This design comes from an exercise in tuning for small area, a short achievable clock period and few clock cycles per item on the open sky130 flow, not from production work.
Function not checked in this run: the RTL went through the layout flow alone.
Power and IR drop assume default switching activity.

==> design.v <==
module dvn_sha256 (
    input  wire         clk,
    input  wire         rst,         
    input  wire         in_valid,
    output wire         in_ready,
    input  wire [31:0]  in_data,
    input  wire         in_first,    
    output wire         out_valid,
    output wire [255:0] digest
);
    localparam [1:0] S_LOAD  = 2'd0,
                     S_ROUND = 2'd1,
                     S_ADD   = 2'd2;
    reg  [1:0]  state;
    reg  [5:0]  cnt;
    reg         first_q;
    reg         done_q;
    reg  [31:0] w [0:15];
    reg  [31:0] a, b, c, d, e, f, g, h;
    reg  [31:0] h0, h1, h2, h3, h4, h5, h6, h7;
    wire [5:0]  k_idx = cnt;
    reg  [31:0] k_t;
    always @(*) begin
        case (k_idx)
            6'd0:  k_t = 32'h428a2f98;  6'd1:  k_t = 32'h71374491;
            6'd2:  k_t = 32'hb5c0fbcf;  6'd3:  k_t = 32'he9b5dba5;
            6'd4:  k_t = 32'h3956c25b;  6'd5:  k_t = 32'h59f111f1;
            6'd6:  k_t = 32'h923f82a4;  6'd7:  k_t = 32'hab1c5ed5;
            6'd8:  k_t = 32'hd807aa98;  6'd9:  k_t = 32'h12835b01;
            6'd10: k_t = 32'h243185be;  6'd11: k_t = 32'h550c7dc3;
            6'd12: k_t = 32'h72be5d74;  6'd13: k_t = 32'h80deb1fe;
            6'd14: k_t = 32'h9bdc06a7;  6'd15: k_t = 32'hc19bf174;
            6'd16: k_t = 32'he49b69c1;  6'd17: k_t = 32'hefbe4786;
            6'd18: k_t = 32'h0fc19dc6;  6'd19: k_t = 32'h240ca1cc;
            6'd20: k_t = 32'h2de92c6f;  6'd21: k_t = 32'h4a7484aa;
            6'd22: k_t = 32'h5cb0a9dc;  6'd23: k_t = 32'h76f988da;
            6'd24: k_t = 32'h983e5152;  6'd25: k_t = 32'ha831c66d;
            6'd26: k_t = 32'hb00327c8;  6'd27: k_t = 32'hbf597fc7;
            6'd28: k_t = 32'hc6e00bf3;  6'd29: k_t = 32'hd5a79147;
            6'd30: k_t = 32'h06ca6351;  6'd31: k_t = 32'h14292967;
            6'd32: k_t = 32'h27b70a85;  6'd33: k_t = 32'h2e1b2138;
            6'd34: k_t = 32'h4d2c6dfc;  6'd35: k_t = 32'h53380d13;
            6'd36: k_t = 32'h650a7354;  6'd37: k_t = 32'h766a0abb;
            6'd38: k_t = 32'h81c2c92e;  6'd39: k_t = 32'h92722c85;
            6'd40: k_t = 32'ha2bfe8a1;  6'd41: k_t = 32'ha81a664b;
            6'd42: k_t = 32'hc24b8b70;  6'd43: k_t = 32'hc76c51a3;
            6'd44: k_t = 32'hd192e819;  6'd45: k_t = 32'hd6990624;
            6'd46: k_t = 32'hf40e3585;  6'd47: k_t = 32'h106aa070;
            6'd48: k_t = 32'h19a4c116;  6'd49: k_t = 32'h1e376c08;
            6'd50: k_t = 32'h2748774c;  6'd51: k_t = 32'h34b0bcb5;
            6'd52: k_t = 32'h391c0cb3;  6'd53: k_t = 32'h4ed8aa4a;
            6'd54: k_t = 32'h5b9cca4f;  6'd55: k_t = 32'h682e6ff3;
            6'd56: k_t = 32'h748f82ee;  6'd57: k_t = 32'h78a5636f;
            6'd58: k_t = 32'h84c87814;  6'd59: k_t = 32'h8cc70208;
            6'd60: k_t = 32'h90befffa;  6'd61: k_t = 32'ha4506ceb;
            6'd62: k_t = 32'hbef9a3f7;  default: k_t = 32'hc67178f2;
        endcase
    end
    localparam [31:0] IV0 = 32'h6a09e667, IV1 = 32'hbb67ae85,
                      IV2 = 32'h3c6ef372, IV3 = 32'ha54ff53a,
                      IV4 = 32'h510e527f, IV5 = 32'h9b05688c,
                      IV6 = 32'h1f83d9ab, IV7 = 32'h5be0cd19;
    wire [31:0] big_s0 = {a[1:0], a[31:2]} ^ {a[12:0], a[31:13]} ^ {a[21:0], a[31:22]};
    wire [31:0] big_s1 = {e[5:0], e[31:6]} ^ {e[10:0], e[31:11]} ^ {e[24:0], e[31:25]};
    wire [31:0] ch     = (e & f) ^ (~e & g);
    wire [31:0] maj    = (a & b) ^ (a & c) ^ (b & c);
    wire [31:0] t1     = h + big_s1 + ch + k_t + w[0];
    wire [31:0] t2     = big_s0 + maj;
    wire [31:0] sml_s0 = {w[1][6:0], w[1][31:7]} ^ {w[1][17:0], w[1][31:18]} ^ {3'b0, w[1][31:3]};
    wire [31:0] sml_s1 = {w[14][16:0], w[14][31:17]} ^ {w[14][18:0], w[14][31:19]} ^ {10'b0, w[14][31:10]};
    wire [31:0] w_next = sml_s1 + w[9] + sml_s0 + w[0];
    wire accept = in_valid && in_ready;
    wire [31:0] in_word = {in_data[7:0], in_data[15:8], in_data[23:16], in_data[31:24]};
    integer i;
    assign in_ready  = (state == S_LOAD);
    assign out_valid = done_q;
    wire [31:0] dg0 = {h0[7:0], h0[15:8], h0[23:16], h0[31:24]};
    wire [31:0] dg1 = {h1[7:0], h1[15:8], h1[23:16], h1[31:24]};
    wire [31:0] dg2 = {h2[7:0], h2[15:8], h2[23:16], h2[31:24]};
    wire [31:0] dg3 = {h3[7:0], h3[15:8], h3[23:16], h3[31:24]};
    wire [31:0] dg4 = {h4[7:0], h4[15:8], h4[23:16], h4[31:24]};
    wire [31:0] dg5 = {h5[7:0], h5[15:8], h5[23:16], h5[31:24]};
    wire [31:0] dg6 = {h6[7:0], h6[15:8], h6[23:16], h6[31:24]};
    wire [31:0] dg7 = {h7[7:0], h7[15:8], h7[23:16], h7[31:24]};
    assign digest = {dg7, dg6, dg5, dg4, dg3, dg2, dg1, dg0};
    always @(posedge clk) begin
        if (rst) begin
            state  <= S_LOAD;
            cnt    <= 6'd0;
            done_q <= 1'b0;
        end else begin
            done_q <= 1'b0;
            case (state)
                S_LOAD: begin
                    if (accept) begin
                        for (i = 0; i < 15; i = i + 1)
                            w[i] <= w[i + 1];
                        w[15] <= in_word;
                        if (cnt == 6'd0)
                            first_q <= in_first;
                        if (cnt == 6'd15) begin
                            cnt   <= 6'd0;
                            state <= S_ROUND;
                            if (first_q) begin
                                h0 <= IV0; h1 <= IV1; h2 <= IV2; h3 <= IV3;
                                h4 <= IV4; h5 <= IV5; h6 <= IV6; h7 <= IV7;
                                a  <= IV0; b  <= IV1; c  <= IV2; d  <= IV3;
                                e  <= IV4; f  <= IV5; g  <= IV6; h  <= IV7;
                            end else begin
                                a <= h0; b <= h1; c <= h2; d <= h3;
                                e <= h4; f <= h5; g <= h6; h <= h7;
                            end
                        end else begin
                            cnt <= cnt + 6'd1;
                        end
                    end
                end
                S_ROUND: begin
                    h <= g;
                    g <= f;
                    f <= e;
                    e <= d + t1;
                    d <= c;
                    c <= b;
                    b <= a;
                    a <= t1 + t2;
                    for (i = 0; i < 15; i = i + 1)
                        w[i] <= w[i + 1];
                    w[15] <= w_next;
                    cnt <= cnt + 6'd1;
                    if (cnt == 6'd63)
                        state <= S_ADD;
                end
                default: begin   
                    h0 <= h0 + a; h1 <= h1 + b; h2 <= h2 + c; h3 <= h3 + d;
                    h4 <= h4 + e; h5 <= h5 + f; h6 <= h6 + g; h7 <= h7 + h;
                    done_q <= 1'b1;
                    state  <= S_LOAD;
                end
            endcase
        end
    end
endmodule
==> run.sh <==
#!/bin/bash
# synth_recipe.tcl (not shown) runs the flow's synth.tcl, then flattens the netlist and writes it again
# the make line also repeats each setting of config.mk as NAME=value (left out here)
make -C /OpenROAD-flow-scripts/flow DESIGN_CONFIG=/design/flow/config.mk WORK_HOME=/design/flow/orfs CLKGATE_MAP_FILE= SYNTH_SCRIPT=/design/flow/synth_recipe.tcl finish
==> config.mk <==
export PLATFORM = sky130hd
export DESIGN_NAME = dvn_sha256
export DESIGN_NICKNAME = dvn_sha256
export VERILOG_FILES = /design/flow/design.v
export SDC_FILE = /design/flow/constraint.sdc
export NUM_CORES = 4
export LEC_CHECK = 0
export CAP_MARGIN = 20
export CORE_MARGIN = 2
export CORE_UTILIZATION = 35
export SLEW_MARGIN = 20
==> constraint.sdc <==
create_clock -name core_clock -period 20.0 [get_ports {clk}]
set_input_delay 4.0000 -clock core_clock [delete_from_list [all_inputs] [get_ports {clk}]]
set_output_delay 4.0000 -clock core_clock [all_outputs]
set_load 0.01 [all_outputs]
==> results.txt <==
[per-stage QoR]
step	hold slack, ns	instances	util
after floorplan	0.400	6231	-
after CTS	0.389	8986	0.402
final	0.381	8988	0.402
after global routing	0.401	8987	0.402
after global placement	0.400	8770	0.381
after detailed placement	0.405	8770	0.381
[layout make-up]
type,count,share of cell area
multi-input combinational,4499,0.423
inverter,365,0.0184
timing repair buffer,346,0.0451
tap,2495,0.0415
clock buffer,132,0.0399
sequential,1066,0.420
antenna,1,0.0000332
clock inverter,84,0.0122
[cell usage after synthesis, types with 24 or more instances]
library cell	instances
a21o_1	167
inv_1	362
edfxtp_1	1025
a21oi_1	606
nor2_1	518
nand2b_1	68
nand3_1	109
fa_1	195
or3_1	41
xor2_1	183
o21bai_1	46
nor2b_1	52
nor3_1	112
buf_1	24
o211ai_1	44
o21ai_0	500
nand2_1	513
a31oi_1	44
ha_1	391
a211oi_1	46
mux2_2	28
dfxtp_1	41
xnor2_1	376
o31ai_1	40
clkbuf_1	264
o21a_1	61
[kinds of logic after synthesis]
logic type	synth area share
AND/OR/NAND/NOR	0.103
buffers and inverters	0.0382
adder cells (fa/ha/maj)	0.137
flip-flops	0.479
XOR/XNOR	0.0743
AO/OA/AOI/OAI	0.161
multiplexers	0.00751
[worst reg2reg max path, stage by stage, from the launching register on]
cell and delay (ns):
edfxtp_1 0.54, xor2_1 0.23, xnor2_1 0.21, fa_1 0.46
fa_1 0.52, fa_1 0.41, inv_1 0.06, ha_1 0.18
inv_1 0.07, fa_1 0.46, nor2b_1 0.12, o21ai_0 0.12
o22ai_1 0.31, o21ai_0 0.20, xnor2_1 0.64, fa_1 0.52
ha_1 0.35, and2_1 0.17, a221oi_1 0.40, a21boi_0 0.53
o21ai_1 0.30, a21oi_1 0.31, a21oi_1 0.13, nand4_1 0.11
nand2_1 0.10, o31ai_1 0.26, xnor2_1 0.15, o21ai_0 0.09
[power by group through the flow]
stage          combinational, mW  clock, mW  sequential (mW)
6_report                    1.80       2.25             2.52
4_1_cts                     1.77       2.29             2.52
5_1_grt                     1.96       2.37             2.52
3_3_place_gp                1.75          0             2.57
2_1_floorplan               1.21          0             2.56
3_5_place_dp                1.75          0             2.57
[worst max-delay path by stage]
stage	start	endpoint	slack, ns	cells after the start
5_1_grt	e[12]	a[31]	11.07	27
3_5_place_dp	in_valid	w[2][5]	11.43	8
2_1_floorplan	in_valid	a[0]	1.59	4
4_1_cts	e[27]	a[31]	11.78	35
3_3_place_gp	in_valid	w[1][5]	11.51	8
6_report	e[12]	a[31]	11.76	27
[routing by layer]
layer / GRT usage / routed length (µm) / share of wire / vias to the layer above
li1: - / - / - / 22800
met1: 0.334 / 101000 / 0.44 / 24800
met2: 0.367 / 105000 / 0.45 / 2107
met3: 0.0300 / 16600 / 0.072 / 292
met4: 0.0788 / 7660 / 0.033 / 4
met5: 0 / 21 / 0.000091 / -
==> results.py <==
metrics = {
    "cells_and_area": {
        "nets": 7018,
        "layout_commonest_cell": "edfxtp_1",
        "final_cell_mix": "edfxtp_1, a21oi_1, nor2_1, nand2_1, o21ai_0",
        "fillCellCount": 18200,
        "final_area_mm2": 0.0753,
        "drive_gt1_frac": 0.0494,
        "area_delta_synth_final_pct": 14.2,
        "regMostFlops": "w",
        "regArea_mm2": 0.0316,
        "multi_input_area_mm2": 0.0319,
        "largest_register_ffs": 512,
    },
    "placement": {
        "dp_hpwl_mm": 170,
        "preCtsSetupSlack_ns": 11.43,
        "port_buffers": 293,
        "place.gp.congestion": 0.953,
        "dpl_cell_area_mm2": 0.0713,
    },
    "critical_path": {
        "critPathTopFamily": "adder cells",
        "path_buf_inv": 2,
        "r2r_end": "a[31]",
        "cp-start-kind": "flip-flop",
        "critical_path.slowest_cell": "xnor2_1",
        "worstPathMaxFanout": 6,
        "r2r_start": "e[12]",
        "criticalPathCategory": "flip-flop to flip-flop",
        "rrSetupSlack_ns": 11.76,
        "r2r.worst_path.cells": 27,
        "crit_arrival_ns": 8.77,
        "critPathMostFrequentCell": "fa_1",
        "cp-end-kind": "flip-flop",
        "critPathMaxStageDelay_ns": 0.64,
        "required_ns": 20.53,
    },
    "die": {
        "die_y_um": 438,
        "row_count": 159,
        "io_pins": 294,
        "die_area_mm2": 0.192,
        "fp.dieW_um": 438,
        "start_util": 0.352,
        "core_mm2": 0.187,
    },
    "drt": {
        "dr.pass1.iters": 6,
        "drtAntennaViolNets": 0,
        "detail_route.wl_per_cell_um": 25.7,
        "avgViaCountPerCell": 5.56,
        "wl_mm": 231,
        "route.vias.total": 50000,
        "drtIter0Drc": 5834,
        "drc": 0,
    },
    "sta": {
        "drv_slew": 0,
        "setup_violations": 0,
        "max_freq_ghz": 0.121,
        "tightest_slew_ns": 1.22,
        "fin_setup_tns_ns": 0,
        "fin_crit_sh": 0.412,
        "max_slew_margin": 0.186,
        "fin_ws_ns": 11.76,
        "rsz0062_at_grt": "false",
        "clock_skew_ns": 0.0710,
        "hold_viol": 0,
        "fin_crit_ns": 8.24,
    },
    "hold_path": {
        "hold-path-endpoint": "w[3][23]",
        "hp-class": "flip-flop to flip-flop",
        "hold_depth": 0,
        "hp-start": "w[4][23]",
    },
    "logic_synthesis": {
        "netlist.area_leader.share": 0.467,
        "ys_ff_latch": 1066,
        "yosysSeqAreaShare": 0.479,
        "yosys_warnings": 2,
        "synth_cell_type_count": 90,
        "synth_edf_count": 1025,
        "synth_top_cell_by_area": "edfxtp_1",
        "synthCells": 6231,
        "synthArstFlopShare": 0,
        "syn_area_mm2": 0.0659,
        "avgSynthCellArea_um2": 10.6,
        "synth_flop_cell": "edfxtp_1",
        "ys_top_cells_by_area": "edfxtp_1, ha_1, fa_1, xnor2_1, a21oi_1",
        "synth_nets": 6853,
    },
    "grt": {
        "grt_first_pass_wirelength_mm": 331,
        "grt_max_degree": 150,
        "grt_pass1_vias": 47200,
        "grt_overflow": 0,
        "grt_usage": 0.234,
        "antenna_found_initial": 5,
    },
    "power_and_ir_drop": {
        "pwr-share-seq": 0.383,
        "comb_power_share": 0.274,
        "p_leak_nw": 27.8,
        "internal_power_mw": 4.41,
        "p_switching_mw": 2.16,
        "power_density_mw_per_mm2": 87.3,
        "p_sw_frac": 0.329,
        "peakVddDrop_mv": 0.0718,
        "power_mw": 6.57,
        "p_clk_frac": 0.343,
    },
    "status": {
        "status": "complete, no violations",
    },
    "clock_tree": {
        "clock_sinks": 1066,
        "holdBufCountCts": 0,
        "post_cts.repair.setup_buffers": 0,
        "htreeDepth": 3,
        "clock_latency_ns": 0.82,
        "cts_root_buf": "clkbuf_16",
        "cts_max_path_buffers": 3,
        "cts_resized": 0,
        "cts_buffers": 118,
        "cts.clk_slew.worst_paths_ns": 0.07,
        "cts_tree": "yes",
    },
    "flow_run": {
        "maxCapViolCount": 0,
    },
}

==> static timing again, ports no longer ideal <==
In the flow no input, the clock included, has a driving cell. The finished layout below was timed again as built, in two steps. Step 1, drivers: a clkbuf_16 drives clk and a buf_2 each remaining input, both assumed. Step 2 also shifts input and output timing later by t, the mid clock arrival at the registers, as if the neighbouring blocks saw the same clock. Three values: no drivers, after step 1, after step 2; two values: the first two.
shift t [ns]: 0.866
slack for setup (ns): 11.758 / 11.758 / 11.330
worst setup path at the end: input to register
After both steps setup and hold are still met in this run. For this run, drivers alone change the setup slack by 0.000 ns; drivers and shift together by -0.428 ns.
